This design comes from an exercise in tuning for small area, a short achievable clock period and few clock cycles on the open sky130 flow, not from production work.
The RTL was checked by simulation tests, not by an equivalence proof against the original design.

==> exp/willow <==
==> flow/design.v <==
module anchor_cvt_in (
    input  wire [31:0] x,         
    input  wire [8:0]  dsh9,      
    input  wire        bad,       
    output wire [38:0] m,         
    output wire        nan,       
    output wire        pinf,      
    output wire        ninf,      
    output wire        nv,        
    output wire        loss,      
    output wire [7:0]  code,      
    output wire        xnan       
);
    wire        sgn  = x[31];
    wire [7:0]  ex   = x[30:23];
    wire [22:0] fr   = x[22:0];
    wire        ex_max  = (ex == 8'hFF);
    wire        ex_zero = (ex == 8'd0);
    wire        fr_zero = (fr == 23'd0);
    wire        is_nan  = ex_max & ~fr_zero;
    wire        is_inf  = ex_max & fr_zero;
    wire        is_zero = ex_zero & fr_zero;
    wire        fin_nz  = ~ex_max & ~is_zero;
    wire [7:0]  eeff = ex_zero ? 8'd1 : ex;
    wire [23:0] sig  = {~ex_zero, fr};
    wire        uncov = dsh9[8];
    wire [7:0]  dsh  = dsh9[7:0];
    wire        big  = (dsh >= 8'd39);
    wire [38:0] sh = {sig, 15'd0} >> dsh[5:0];
    assign m = big ? 39'd0 : sh;
    reg  [63:0] sigrev;
    integer i;
    always @*
        for (i = 0; i < 64; i = i + 1)
            sigrev[i] = (i >= 40) ? sig[63 - i] : 1'b0;
    wire [5:0]  tzr;
    anchor_lzc64 u_tz (.x(sigrev), .p(tzr));
    wire [5:0]  tz   = 6'd63 - tzr;
    wire        lost = (dsh > ({2'd0, tz} + 8'd15));
    assign nan  = bad | is_nan | (fin_nz & uncov);
    assign pinf = is_inf & ~sgn;
    assign ninf = is_inf & sgn;
    assign nv   = bad | (is_nan & ~fr[22]) | (fin_nz & uncov);
    assign loss = ~bad & fin_nz & ~uncov & lost;
    assign code = fin_nz ? eeff : 8'd0;
    assign xnan = is_nan;
endmodule
module anchor_cvt_out (
    input  wire        clk,
    input  wire [47:0] q,         
    input  wire [7:0]  tcode,     
    input  wire [46:0] q2,        
    input  wire [2:0]  rnd,       
    output reg  [31:0] y,         
    output wire        zero,      
    output wire        of,
    output wire        nx
);
    localparam [2:0] RNE = 3'd0, RTZ = 3'd1, RU = 3'd2, RD = 3'd3, RNA = 3'd4;
    wire        sgn1 = q[47];
    wire [46:0] x1   = q[46:0] ^ {47{sgn1}};
    wire [5:0]  pp;
    wire [5:0]  tzr;                
    reg  [63:0] qrev;
    integer i;
    always @*
        for (i = 0; i < 64; i = i + 1)
            qrev[i] = (i >= 17) ? q[63 - i] : 1'b0;
    anchor_lzc64 u_p  (.x({16'd0, x1, sgn1}), .p(pp));
    anchor_lzc64 u_tz (.x(qrev), .p(tzr));
    wire [5:0]  tz1 = 6'd63 - tzr;              
    wire [8:0]  nlim  = 9'd40  - {1'b0, tcode};    
    wire [9:0]  olim  = 10'd294 - {2'd0, tcode};   
    wire        nrm1  = nlim[8] | ({3'd0, pp} >= nlim);
    wire        ovf1  = (olim[9:6] == 4'd0) & ({4'd0, pp} >= olim);
    wire [5:0]  sub   = nlim[8] ? 6'd0 : nlim[5:0];
    wire [5:0]  sa1   = nrm1 ? pp : sub;           
    wire [7:0]  eb1   = {2'd0, pp} + tcode - 8'd39;
    wire [6:0]  tz26  = {1'b0, tz1} + 7'd26;
    wire        st1   = (tz26 <= {1'b0, pp}) | (tz26 <= {1'b0, sub});
    reg [5:0]  sa;
    reg [7:0]  eb;
    reg        normal, ovf0, sgn, zr, s, top;
    always @(posedge clk) begin
        sa     <= sa1;
        eb     <= eb1;
        top    <= nrm1 & (eb1 == 8'hFE);    
        normal <= nrm1;
        ovf0   <= ovf1;
        sgn    <= sgn1;
        zr     <= (q == 48'd0);
        s      <= st1;
    end
    wire [72:0] sh = {q2, 26'd0} >> sa;
    wire [24:0] w  = sh[25:1] ^ {25{sgn}};
    wire [23:0] mx = w[24:1];
    wire        gx = w[0];
    wire        fz = sgn & ~s;
    wire        g  = gx ^ fz;
    wire        fix = fz & gx;             
    reg up;
    always @* begin
        case (rnd)
            RNE:     up = g & (s | mx[0]);
            RU:      up = ~sgn & (g | s);
            RD:      up = sgn & (g | s);
            RNA:     up = g;
            default: up = 1'b0;
        endcase
    end
    wire [30:0] base  = normal ? {eb, mx[22:0]} : {7'd0, mx};
    wire [30:0] base1 = base + 31'd1;
    wire        inc   = fix | up;
    wire [30:0] rsum  = inc ? base1 : base;
    wire        ovf   = ovf0 | (top & inc & (&mx[22:0]));
    always @* begin
        if (ovf) begin
            case (rnd)
                RTZ:     y = {sgn, 31'h7F7F_FFFF};
                RU:      y = sgn ? 32'hFF7F_FFFF : 32'h7F80_0000;
                RD:      y = sgn ? 32'hFF80_0000 : 32'h7F7F_FFFF;
                default: y = {sgn, 31'h7F80_0000};
            endcase
        end else begin
            y = {sgn, rsum};
        end
    end
    assign zero = zr;
    assign of   = ovf;
    assign nx   = ovf | g | s;
endmodule
module anchor_lzc64 (
    input  wire [63:0] x,
    output wire [5:0]  p
);
    reg [31:0] v1, p1;
    reg [15:0] v2; reg [31:0] p2;
    reg [7:0]  v3; reg [23:0] p3;
    reg [3:0]  v4; reg [15:0] p4;
    reg [1:0]  v5; reg [9:0]  p5;
    reg [5:0]  p6;
    integer i;
    always @* begin
        for (i = 0; i < 32; i = i + 1) begin
            v1[i] = x[2*i+1] | x[2*i];
            p1[i] = x[2*i+1];
        end
        for (i = 0; i < 16; i = i + 1) begin
            v2[i] = v1[2*i+1] | v1[2*i];
            p2[2*i +: 2] = v1[2*i+1] ? {1'b1, p1[2*i+1]} : {1'b0, p1[2*i]};
        end
        for (i = 0; i < 8; i = i + 1) begin
            v3[i] = v2[2*i+1] | v2[2*i];
            p3[3*i +: 3] = v2[2*i+1] ? {1'b1, p2[2*(2*i+1) +: 2]} : {1'b0, p2[2*(2*i) +: 2]};
        end
        for (i = 0; i < 4; i = i + 1) begin
            v4[i] = v3[2*i+1] | v3[2*i];
            p4[4*i +: 4] = v3[2*i+1] ? {1'b1, p3[3*(2*i+1) +: 3]} : {1'b0, p3[3*(2*i) +: 3]};
        end
        for (i = 0; i < 2; i = i + 1) begin
            v5[i] = v4[2*i+1] | v4[2*i];
            p5[5*i +: 5] = v4[2*i+1] ? {1'b1, p4[4*(2*i+1) +: 4]} : {1'b0, p4[4*(2*i) +: 4]};
        end
        p6 = v5[1] ? {1'b1, p5[9:5]} : {1'b0, p5[4:0]};
    end
    assign p = p6;
endmodule
module kn4_anchor_sum (
    input  wire        clk,
    input  wire        rst,           
    input  wire        in_valid,
    output reg         in_ready,
    input  wire [31:0] in_data,       
    input  wire        in_last,       
    input  wire [15:0] in_rec,        
    input  wire [2:0]  in_rnd,        
    output reg         out_valid,
    input  wire        out_ready,
    output reg  [31:0] out_data,      
    output reg  [3:0]  out_flags,     
    output reg  [8:0]  out_loss,      
    output reg  [47:0] out_sum,       
    output reg  [15:0] out_rec        
);
    localparam [47:0] NAN_MARK  = 48'h8000_0000_0000;
    localparam [47:0] NINF_MARK = 48'h8000_0000_0001;
    localparam [47:0] PINF_MARK = 48'h7FFF_FFFF_FFFF;
    wire take = in_valid & in_ready;
    reg  first_n;                   
    reg  a_done;                    
    reg  o_occ;                     
    reg  o_cvt;                     
    reg  stall;                     
    wire xfer     = a_done & ~o_occ;
    wire o_deliv  = out_valid & out_ready;
    wire [7:0] rexp = in_rec[15:8];
    reg  [7:0] e_tcode;
    reg        e_bad, e_binv;
    reg  [2:0] e_rnd;
    always @(posedge clk)
        if (take & first_n) begin
            e_tcode <= (rexp == 8'd0) ? 8'd1 : rexp;
            e_bad   <= in_rec[7] | (rexp == 8'hFF);
            e_binv  <= in_rec[5] & in_rec[4];
            e_rnd   <= in_rnd;
        end
    wire [7:0] tc_now   = first_n ? ((rexp == 8'd0) ? 8'd1 : rexp) : e_tcode;
    wire [7:0] eeff_now = (in_data[30:23] == 8'd0) ? 8'd1 : in_data[30:23];
    reg        i_valid, i_last, i_first;
    reg [31:0] i_x;
    reg [8:0]  i_dsh;
    always @(posedge clk) begin
        if (rst)
            i_valid <= 1'b0;
        else if (~stall)
            i_valid <= take;
        if (~stall) begin
            i_x     <= in_data;
            i_last  <= in_last;
            i_first <= first_n;
            i_dsh   <= {1'b0, tc_now} - {1'b0, eeff_now};
        end
    end
    wire [38:0] c_m;
    wire        c_nan, c_pinf, c_ninf, c_nv, c_loss, c_xnan;
    wire [7:0]  c_code;
    anchor_cvt_in u_in (
        .x(i_x), .dsh9(i_dsh), .bad(e_bad),
        .m(c_m), .nan(c_nan), .pinf(c_pinf), .ninf(c_ninf),
        .nv(c_nv), .loss(c_loss), .code(c_code), .xnan(c_xnan)
    );
    reg        d_valid, d_last, d_first;
    reg [38:0] d_m;                 
    reg        d_sgn, d_nan, d_pinf, d_ninf, d_nv, d_loss, d_xnan;
    reg [7:0]  d_code;
    always @(posedge clk) begin
        if (rst)
            d_valid <= 1'b0;
        else if (~stall)
            d_valid <= i_valid;
        if (~stall) begin
            d_last  <= i_last;
            d_first <= i_first;
            d_m     <= c_m ^ {39{i_x[31]}};
            d_sgn   <= i_x[31];
            d_nan   <= c_nan;
            d_pinf  <= c_pinf;
            d_ninf  <= c_ninf;
            d_nv    <= c_nv | (i_first & e_binv);
            d_loss  <= c_loss;
            d_xnan  <= c_xnan;
            d_code  <= c_code;
        end
    end
    reg [47:0] a_num;
    reg        a_nan, a_pinf, a_ninf, a_nv, a_nx, a_xnan;
    reg [8:0]  a_loss;
    reg [7:0]  a_cexp;
    reg [7:0]  a_tcode;
    reg [2:0]  a_rnd;
    wire [47:0] a_base = d_first ? 48'd0 : a_num;
    wire [47:0] addend = {{9{d_sgn}}, d_m};
    wire [47:0] a_sum  = a_base + addend + {47'd0, d_sgn};
    wire [7:0]  cexp_b = d_first ? 8'd0 : a_cexp;
    always @(posedge clk) begin
        if (rst)
            a_done <= 1'b0;
        else if (~stall)
            a_done <= d_valid & d_last;
        if (~stall & d_valid) begin
            a_num  <= a_sum;
            a_nan  <= (~d_first & a_nan)  | d_nan;
            a_pinf <= (~d_first & a_pinf) | d_pinf;
            a_ninf <= (~d_first & a_ninf) | d_ninf;
            a_nv   <= (~d_first & a_nv)   | d_nv;
            a_nx   <= (~d_first & a_nx)   | d_loss;
            a_xnan <= (~d_first & a_xnan) | d_xnan;
            a_loss <= (d_first ? 9'd0 : a_loss) + {8'd0, d_loss};
            a_cexp <= (d_code > cexp_b) ? d_code : cexp_b;
            if (d_first) begin
                a_tcode <= e_tcode;
                a_rnd   <= e_rnd;
            end
        end
    end
    wire a_isnan  = a_nan | (a_pinf & a_ninf);
    wire a_ispinf = ~a_isnan & a_pinf;
    wire a_isninf = ~a_isnan & a_ninf;
    wire a_spec   = a_nan | a_pinf | a_ninf;
    wire [31:0] y;
    wire        y_zero, y_of, y_nx;
    reg  [2:0]  o_rnd;
    reg         o_spec, o_nan, o_pinf;
    reg         o_nv, o_nx;
    anchor_cvt_out u_out (
        .clk(clk), .q(a_num), .tcode(a_tcode), .q2(out_sum[46:0]), .rnd(o_rnd),
        .y(y), .zero(y_zero), .of(y_of), .nx(y_nx)
    );
    wire        y_fin = ~o_spec & ~y_zero;
    wire a_done_n = stall | (d_valid & d_last);
    wire o_occ_n  = xfer | (o_occ & ~o_deliv);
    always @(posedge clk) begin
        if (rst) begin
            o_occ     <= 1'b0;
            o_cvt     <= 1'b0;
            out_valid <= 1'b0;
            first_n   <= 1'b1;
            stall     <= 1'b0;
            in_ready  <= 1'b1;
        end else begin
            if (take)
                first_n <= in_last;
            o_occ <= o_occ_n;
            o_cvt <= xfer;
            if (o_deliv)
                out_valid <= 1'b0;
            if (o_cvt)
                out_valid <= 1'b1;
            stall <= a_done_n & o_occ_n;
            in_ready <= ~(a_done_n & o_occ_n) &
                        ~((take ? in_last : first_n) &
                          (stall ? i_valid & i_first : take & first_n));
        end
        if (xfer) begin
            out_sum  <= a_isnan  ? NAN_MARK :
                        a_ispinf ? PINF_MARK :
                        a_isninf ? NINF_MARK : a_num;
            out_loss <= a_loss;
            out_rec  <= {a_cexp, 1'b0, a_xnan, a_pinf, a_ninf, 4'd0};
        end
        o_rnd  <= a_rnd;
        o_spec <= a_spec;
        o_nan  <= a_isnan;
        o_pinf <= a_ispinf;
        o_nv   <= a_nv;
        o_nx   <= a_nx;
        if (o_cvt) begin
            out_data  <= o_spec ? (o_nan ? 32'h7FC0_0000 :
                                   o_pinf ? 32'h7F80_0000 : 32'hFF80_0000) :
                         y_zero ? 32'h0000_0000 : y;
            out_flags <= {o_nv, y_fin & y_of, 1'b0, o_nx | (y_fin & y_nx)};
        end
    end
endmodule
==> flow/flow/run.sh <==
#!/bin/bash
set -euo pipefail
bash standard.sh SETUP_SLACK_MARGIN=6.9 \
  "BUFFER_PORTS_ARGS=-buffer_cell sky130_fd_sc_hd__buf_1" finish > standard.log 2>&1
==> flow/standard.sh <==
#!/bin/bash
# synth_recipe.tcl (not shown) runs the flow's synth.tcl, then flattens the netlist and writes it again
# the make line also repeats each setting of config.mk as NAME=value (left out here)
make -C /OpenROAD-flow-scripts/flow DESIGN_CONFIG=/design/flow/config.mk WORK_HOME=/design/flow/orfs CLKGATE_MAP_FILE= SYNTH_SCRIPT=/design/flow/synth_recipe.tcl "${@:-finish}"
==> flow/config.mk <==
export PLATFORM = sky130hd
export DESIGN_NAME = kn4_anchor_sum
export DESIGN_NICKNAME = kn4_anchor_sum
export VERILOG_FILES = /design/flow/design.v
export SDC_FILE = /design/flow/constraint.sdc
export NUM_CORES = 4
export LEC_CHECK = 0
export CAP_MARGIN = 20
export CORE_MARGIN = 2
export CORE_UTILIZATION = 55
export PLACE_DENSITY = 0.6
export SLEW_MARGIN = 20
==> flow/constraint.sdc <==
create_clock -name core_clock -period 12.0 [get_ports {clk}]
set_input_delay 2.4000 -clock core_clock [delete_from_list [all_inputs] [get_ports {clk}]]
set_output_delay 2.4000 -clock core_clock [all_outputs]
set_load 0.01 [all_outputs]
==> inputs of exp/yarrow, as changes to exp/willow <==
--- a/flow/design.v
+++ b/flow/design.v
@@ -231,25 +231,3 @@
     );
-    reg        d_valid, d_last, d_first;
-    reg [38:0] d_m;                 
-    reg        d_sgn, d_nan, d_pinf, d_ninf, d_nv, d_loss, d_xnan;
-    reg [7:0]  d_code;
-    always @(posedge clk) begin
-        if (rst)
-            d_valid <= 1'b0;
-        else if (~stall)
-            d_valid <= i_valid;
-        if (~stall) begin
-            d_last  <= i_last;
-            d_first <= i_first;
-            d_m     <= c_m ^ {39{i_x[31]}};
-            d_sgn   <= i_x[31];
-            d_nan   <= c_nan;
-            d_pinf  <= c_pinf;
-            d_ninf  <= c_ninf;
-            d_nv    <= c_nv | (i_first & e_binv);
-            d_loss  <= c_loss;
-            d_xnan  <= c_xnan;
-            d_code  <= c_code;
-        end
-    end
+    wire        c_sgn = i_x[31];
     reg [47:0] a_num;
@@ -260,6 +238,6 @@
     reg [2:0]  a_rnd;
-    wire [47:0] a_base = d_first ? 48'd0 : a_num;
-    wire [47:0] addend = {{9{d_sgn}}, d_m};
-    wire [47:0] a_sum  = a_base + addend + {47'd0, d_sgn};
-    wire [7:0]  cexp_b = d_first ? 8'd0 : a_cexp;
+    wire [47:0] a_base = i_first ? 48'd0 : a_num;
+    wire [47:0] addend = {{9{c_sgn}}, c_m ^ {39{c_sgn}}};
+    wire [47:0] a_sum  = a_base + addend + {47'd0, c_sgn};
+    wire [7:0]  cexp_b = i_first ? 8'd0 : a_cexp;
     always @(posedge clk) begin
@@ -268,14 +246,14 @@
         else if (~stall)
-            a_done <= d_valid & d_last;
-        if (~stall & d_valid) begin
+            a_done <= i_valid & i_last;
+        if (~stall & i_valid) begin
             a_num  <= a_sum;
-            a_nan  <= (~d_first & a_nan)  | d_nan;
-            a_pinf <= (~d_first & a_pinf) | d_pinf;
-            a_ninf <= (~d_first & a_ninf) | d_ninf;
-            a_nv   <= (~d_first & a_nv)   | d_nv;
-            a_nx   <= (~d_first & a_nx)   | d_loss;
-            a_xnan <= (~d_first & a_xnan) | d_xnan;
-            a_loss <= (d_first ? 9'd0 : a_loss) + {8'd0, d_loss};
-            a_cexp <= (d_code > cexp_b) ? d_code : cexp_b;
-            if (d_first) begin
+            a_nan  <= (~i_first & a_nan)  | c_nan;
+            a_pinf <= (~i_first & a_pinf) | c_pinf;
+            a_ninf <= (~i_first & a_ninf) | c_ninf;
+            a_nv   <= (~i_first & a_nv)   | c_nv | (i_first & e_binv);
+            a_nx   <= (~i_first & a_nx)   | c_loss;
+            a_xnan <= (~i_first & a_xnan) | c_xnan;
+            a_loss <= (i_first ? 9'd0 : a_loss) + {8'd0, c_loss};
+            a_cexp <= (c_code > cexp_b) ? c_code : cexp_b;
+            if (i_first) begin
                 a_tcode <= e_tcode;
@@ -299,3 +277,3 @@
     wire        y_fin = ~o_spec & ~y_zero;
-    wire a_done_n = stall | (d_valid & d_last);
+    wire a_done_n = stall | (i_valid & i_last);
     wire o_occ_n  = xfer | (o_occ & ~o_deliv);
@@ -319,5 +297,3 @@
             stall <= a_done_n & o_occ_n;
-            in_ready <= ~(a_done_n & o_occ_n) &
-                        ~((take ? in_last : first_n) &
-                          (stall ? i_valid & i_first : take & first_n));
+            in_ready <= ~(a_done_n & o_occ_n);
         end
==> flow/flow/run.sh (replaced) <==
#!/bin/bash
set -euo pipefail
bash standard.sh SETUP_SLACK_MARGIN=7.3 \
  "BUFFER_PORTS_ARGS=-buffer_cell sky130_fd_sc_hd__buf_1" finish > standard.log 2>&1
ABC_AREA = 1   (was unset)
CTS_CLUSTER_DIAMETER = 100   (was unset)
CTS_CLUSTER_SIZE = 20   (was unset)
==> inputs of exp/violet, as changes to exp/willow <==
--- a/flow/design.v
+++ b/flow/design.v
@@ -51,3 +51,2 @@
     input  wire [7:0]  tcode,     
-    input  wire [46:0] q2,        
     input  wire [2:0]  rnd,       
@@ -61,3 +60,3 @@
     wire [46:0] x1   = q[46:0] ^ {47{sgn1}};
-    wire [5:0]  pp;
+    wire [5:0]  p;                  
     wire [5:0]  tzr;                
@@ -68,21 +67,27 @@
             qrev[i] = (i >= 17) ? q[63 - i] : 1'b0;
-    anchor_lzc64 u_p  (.x({16'd0, x1, sgn1}), .p(pp));
+    anchor_lzc64 u_p  (.x({17'd0, x1}), .p(p));
     anchor_lzc64 u_tz (.x(qrev), .p(tzr));
     wire [5:0]  tz1 = 6'd63 - tzr;              
-    wire [8:0]  nlim  = 9'd40  - {1'b0, tcode};    
-    wire [9:0]  olim  = 10'd294 - {2'd0, tcode};   
-    wire        nrm1  = nlim[8] | ({3'd0, pp} >= nlim);
-    wire        ovf1  = (olim[9:6] == 4'd0) & ({4'd0, pp} >= olim);
+    reg  [46:0] above;
+    always @*
+        for (i = 0; i < 47; i = i + 1)
+            above[i] = (tz1 < i);
+    wire [46:0] mag1 = q[46:0] ^ (above & {47{sgn1}});
+    wire [8:0]  nlim  = 9'd39  - {1'b0, tcode};    
+    wire [9:0]  olim  = 10'd293 - {2'd0, tcode};   
+    wire        nrm1  = nlim[8] | ({3'd0, p} >= nlim);
+    wire        ovf1  = (olim[9:6] == 4'd0) & ({4'd0, p} >= olim);
     wire [5:0]  sub   = nlim[8] ? 6'd0 : nlim[5:0];
-    wire [5:0]  sa1   = nrm1 ? pp : sub;           
-    wire [7:0]  eb1   = {2'd0, pp} + tcode - 8'd39;
-    wire [6:0]  tz26  = {1'b0, tz1} + 7'd26;
-    wire        st1   = (tz26 <= {1'b0, pp}) | (tz26 <= {1'b0, sub});
+    wire [5:0]  sa1   = nrm1 ? p : sub;
+    wire [7:0]  eb1   = {2'd0, p} + tcode - 8'd38;
+    wire [6:0]  tz25  = {1'b0, tz1} + 7'd25;
+    wire        st1   = (tz25 <= {1'b0, p}) | (tz25 <= {1'b0, sub});
+    reg [46:0] mag;
     reg [5:0]  sa;
     reg [7:0]  eb;
-    reg        normal, ovf0, sgn, zr, s, top;
+    reg        normal, ovf0, sgn, zr, s;
     always @(posedge clk) begin
+        mag    <= mag1;
         sa     <= sa1;
         eb     <= eb1;
-        top    <= nrm1 & (eb1 == 8'hFE);    
         normal <= nrm1;
@@ -93,9 +98,5 @@
     end
-    wire [72:0] sh = {q2, 26'd0} >> sa;
-    wire [24:0] w  = sh[25:1] ^ {25{sgn}};
-    wire [23:0] mx = w[24:1];
-    wire        gx = w[0];
-    wire        fz = sgn & ~s;
-    wire        g  = gx ^ fz;
-    wire        fix = fz & gx;             
+    wire [71:0] sh = {mag, 25'd0} >> sa;
+    wire [24:0] m  = sh[26:2];
+    wire        g  = sh[1];
     reg up;
@@ -103,3 +104,3 @@
         case (rnd)
-            RNE:     up = g & (s | mx[0]);
+            RNE:     up = g & (s | m[0]);
             RU:      up = ~sgn & (g | s);
@@ -110,7 +111,5 @@
     end
-    wire [30:0] base  = normal ? {eb, mx[22:0]} : {7'd0, mx};
-    wire [30:0] base1 = base + 31'd1;
-    wire        inc   = fix | up;
-    wire [30:0] rsum  = inc ? base1 : base;
-    wire        ovf   = ovf0 | (top & inc & (&mx[22:0]));
+    wire [30:0] base  = normal ? {eb, m[22:0]} : {7'd0, m[23:0]};
+    wire [30:0] rsum  = base + {7'd0, m[24], 22'd0, up};
+    wire        ovf   = ovf0 | (rsum[30:23] == 8'hFF);
     always @* begin
@@ -295,3 +294,3 @@
     anchor_cvt_out u_out (
-        .clk(clk), .q(a_num), .tcode(a_tcode), .q2(out_sum[46:0]), .rnd(o_rnd),
+        .clk(clk), .q(a_num), .tcode(a_tcode), .rnd(o_rnd),
         .y(y), .zero(y_zero), .of(y_of), .nx(y_nx)
CORE_UTILIZATION = 40   (was 55)
==> inputs of exp/umber, as changes to exp/willow <==
--- a/flow/design.v
+++ b/flow/design.v
@@ -78,7 +78,8 @@
     wire [7:0]  eb1   = {2'd0, pp} + tcode - 8'd39;
-    wire [6:0]  tz26  = {1'b0, tz1} + 7'd26;
-    wire        st1   = (tz26 <= {1'b0, pp}) | (tz26 <= {1'b0, sub});
+    wire [9:0]  tlim  = 10'd293 - {2'd0, tcode};
+    wire        top1  = nrm1 & ({4'd0, pp} == tlim);
     reg [5:0]  sa;
     reg [7:0]  eb;
-    reg        normal, ovf0, sgn, zr, s, top;
+    reg [5:0]  tz;
+    reg        normal, ovf0, sgn, zr, top;
     always @(posedge clk) begin
@@ -86,3 +87,4 @@
         eb     <= eb1;
-        top    <= nrm1 & (eb1 == 8'hFE);    
+        tz     <= tz1;
+        top    <= top1;
         normal <= nrm1;
@@ -90,6 +92,6 @@
         sgn    <= sgn1;
-        zr     <= (q == 48'd0);
-        s      <= st1;
+        zr     <= (pp == 6'd0) & ~sgn1;   
     end
     wire [72:0] sh = {q2, 26'd0} >> sa;
+    wire        s  = ({1'b0, tz} + 7'd26 <= {1'b0, sa});
     wire [24:0] w  = sh[25:1] ^ {25{sgn}};
@@ -231,25 +233,3 @@
     );
-    reg        d_valid, d_last, d_first;
-    reg [38:0] d_m;                 
-    reg        d_sgn, d_nan, d_pinf, d_ninf, d_nv, d_loss, d_xnan;
-    reg [7:0]  d_code;
-    always @(posedge clk) begin
-        if (rst)
-            d_valid <= 1'b0;
-        else if (~stall)
-            d_valid <= i_valid;
-        if (~stall) begin
-            d_last  <= i_last;
-            d_first <= i_first;
-            d_m     <= c_m ^ {39{i_x[31]}};
-            d_sgn   <= i_x[31];
-            d_nan   <= c_nan;
-            d_pinf  <= c_pinf;
-            d_ninf  <= c_ninf;
-            d_nv    <= c_nv | (i_first & e_binv);
-            d_loss  <= c_loss;
-            d_xnan  <= c_xnan;
-            d_code  <= c_code;
-        end
-    end
+    wire        c_sgn = i_x[31];
     reg [47:0] a_num;
@@ -260,6 +240,6 @@
     reg [2:0]  a_rnd;
-    wire [47:0] a_base = d_first ? 48'd0 : a_num;
-    wire [47:0] addend = {{9{d_sgn}}, d_m};
-    wire [47:0] a_sum  = a_base + addend + {47'd0, d_sgn};
-    wire [7:0]  cexp_b = d_first ? 8'd0 : a_cexp;
+    wire [47:0] a_base = i_first ? 48'd0 : a_num;
+    wire [47:0] addend = {{9{c_sgn}}, c_m ^ {39{c_sgn}}};
+    wire [47:0] a_sum  = a_base + addend + {47'd0, c_sgn};
+    wire [7:0]  cexp_b = i_first ? 8'd0 : a_cexp;
     always @(posedge clk) begin
@@ -268,14 +248,14 @@
         else if (~stall)
-            a_done <= d_valid & d_last;
-        if (~stall & d_valid) begin
+            a_done <= i_valid & i_last;
+        if (~stall & i_valid) begin
             a_num  <= a_sum;
-            a_nan  <= (~d_first & a_nan)  | d_nan;
-            a_pinf <= (~d_first & a_pinf) | d_pinf;
-            a_ninf <= (~d_first & a_ninf) | d_ninf;
-            a_nv   <= (~d_first & a_nv)   | d_nv;
-            a_nx   <= (~d_first & a_nx)   | d_loss;
-            a_xnan <= (~d_first & a_xnan) | d_xnan;
-            a_loss <= (d_first ? 9'd0 : a_loss) + {8'd0, d_loss};
-            a_cexp <= (d_code > cexp_b) ? d_code : cexp_b;
-            if (d_first) begin
+            a_nan  <= (~i_first & a_nan)  | c_nan;
+            a_pinf <= (~i_first & a_pinf) | c_pinf;
+            a_ninf <= (~i_first & a_ninf) | c_ninf;
+            a_nv   <= (~i_first & a_nv)   | c_nv | (i_first & e_binv);
+            a_nx   <= (~i_first & a_nx)   | c_loss;
+            a_xnan <= (~i_first & a_xnan) | c_xnan;
+            a_loss <= (i_first ? 9'd0 : a_loss) + {8'd0, c_loss};
+            a_cexp <= (c_code > cexp_b) ? c_code : cexp_b;
+            if (i_first) begin
                 a_tcode <= e_tcode;
@@ -299,3 +279,3 @@
     wire        y_fin = ~o_spec & ~y_zero;
-    wire a_done_n = stall | (d_valid & d_last);
+    wire a_done_n = stall | (i_valid & i_last);
     wire o_occ_n  = xfer | (o_occ & ~o_deliv);
@@ -319,5 +299,3 @@
             stall <= a_done_n & o_occ_n;
-            in_ready <= ~(a_done_n & o_occ_n) &
-                        ~((take ? in_last : first_n) &
-                          (stall ? i_valid & i_first : take & first_n));
+            in_ready <= ~(a_done_n & o_occ_n);
         end
ABC_AREA = 1   (was unset)
CTS_CLUSTER_DIAMETER = 100   (was unset)
CTS_CLUSTER_SIZE = 20   (was unset)
==> impl_metrics.ini <==
[run_status]
status = finished clean

[sta]
worst_slack_ns = 7.14
hold_slack_ns = 0.361

[final_layout]
n_fill_cell = 3861
clock_area_share_pct = 2.19
inverters_excl_clock = 390
drive_gt1_share_pct = 5.15
n_all_buffers = 200

[die]
die_x_um = 208

[synth]
netlist.area_leader.share_pct = 31.5
synth_edf_count = 241
-- figures above: exp/umber

==> impl_metrics.ini <==
[routing]
wl_met1_um = 30900

[die]
taps = 532
die_x_um = 208

[final_layout]
n_fill_cell = 3839
clock_area_share_pct = 2.23
clock_buffer_count = 25
n_all_buffers = 220
drive_gt1_share_pct = 6.59

[setup_path]
regToRegSetupSlack_ns = 7.45

[run_status]
status = finished clean

[synth]
netlist.area_leader.share_pct = 31.6
synth_edf_count = 241
synth-simple-area-share_pct = 30.2

[power_and_ir_drop]
swShare_pct = 41.7
intPower_mw = 1.86

[sta]
worst_slack_ns = 7.45
rsz0062_at_grt = true
hold_slack_ns = 0.350

[min_path]
hold_path_class = reg2reg

[global_route]
grt_use_total_pct = 32.8
-- figures above: exp/yarrow

==> impl_metrics.ini <==
[run_status]
status = finished clean

[run]
drv_cap = 0

[sta]
timing.final.crit_share_pct = 40.9
hold_slack_ns = 0.344
worst_slack_ns = 7.09
clock_skew_ns = 0.0272

[routing]
wl_per_cell_um = 22.1

[final_layout]
inverters_excl_clock = 101
drive_gt1_share_pct = 10.3
n_fill_cell = 3715
seq_cell_count = 334
n_all_buffers = 198

[die]
die_x_um = 214

[setup_path]
reg2reg_depth = 16

[power_and_ir_drop]
p_total_mw = 3.52

[synth]
netlist.area_leader.share_pct = 36.6
yosys_most_used_dff = edfxtp_1
synth_top_family_by_area = compound AO/OA/AOI/OAI gates
synth_edf_count = 297
-- figures above: exp/willow

==> impl_metrics.ini <==
[clock_network]
post_cts_buffers = 13

[routing]
vias = 20200
wl_per_cell_um = 21.4

[synth]
synth_edf_count = 297
syn_area_per_cell_um2 = 10.0
netlist.area_leader.share_pct = 35.0

[sta]
worst_slack_ns = 7.02
hold_slack_ns = 0.343

[final_layout]
drive_gt1_share_pct = 12.7
clock_area_share_pct = 5.14
inverters_excl_clock = 106
n_all_buffers = 215
n_fill_cell = 6067

[place]
routabilityCongestion = 0.940

[die]
die_x_um = 256
num_rows = 92

[power_and_ir_drop]
p_per_area_nw_per_um2 = 139

[run_status]
status = finished clean

[global_route]
grt_overflow = 0

[setup_path]
reg2reg_depth = 17
-- figures above: exp/violet

Testbench counts of exp/willow, summed over its fixed seeds: cycles 18,211.
Testbench counts of exp/yarrow, summed over its fixed seeds: cycles 18,203.
Testbench counts of exp/violet, summed over its fixed seeds: cycles 18,211.
Testbench counts of exp/umber, summed over its fixed seeds: cycles 18,203.

## port drivers added, routing unchanged
How much do the figures lean on ideal ports? The routed layouts below were timed once more, with nothing changed but the port constraints. Step 1 sets driving cells, clkbuf_16 on the clock port and buf_2 on the other inputs (assumed; they add their load-dependent delay and slew). Step 2 adds t to the input delays and takes it off the output delays; t is the mean of the earliest and latest rising clock arrival at the registers after step 1. Input paths then give back, and output paths get back, about the clock's delay inside the block. Three values: no drivers, after step 1, after step 2; two values: the first two.
run	shift t [ns]	slack for setup (ns)	worst setup path at the end
exp/willow	0.621	7.086 / 7.086 / 7.086	register to register
exp/yarrow	0.595	7.451 / 7.451 / 6.980	input to register
exp/violet	0.644	7.020 / 7.020 / 6.999	input to register
exp/umber	0.573	7.142 / 7.142 / 6.903	input to register
After both steps setup and hold are still met in every run listed. For exp/yarrow, which loses most, drivers alone change the setup slack by 0.000 ns; drivers and shift together by -0.471 ns.
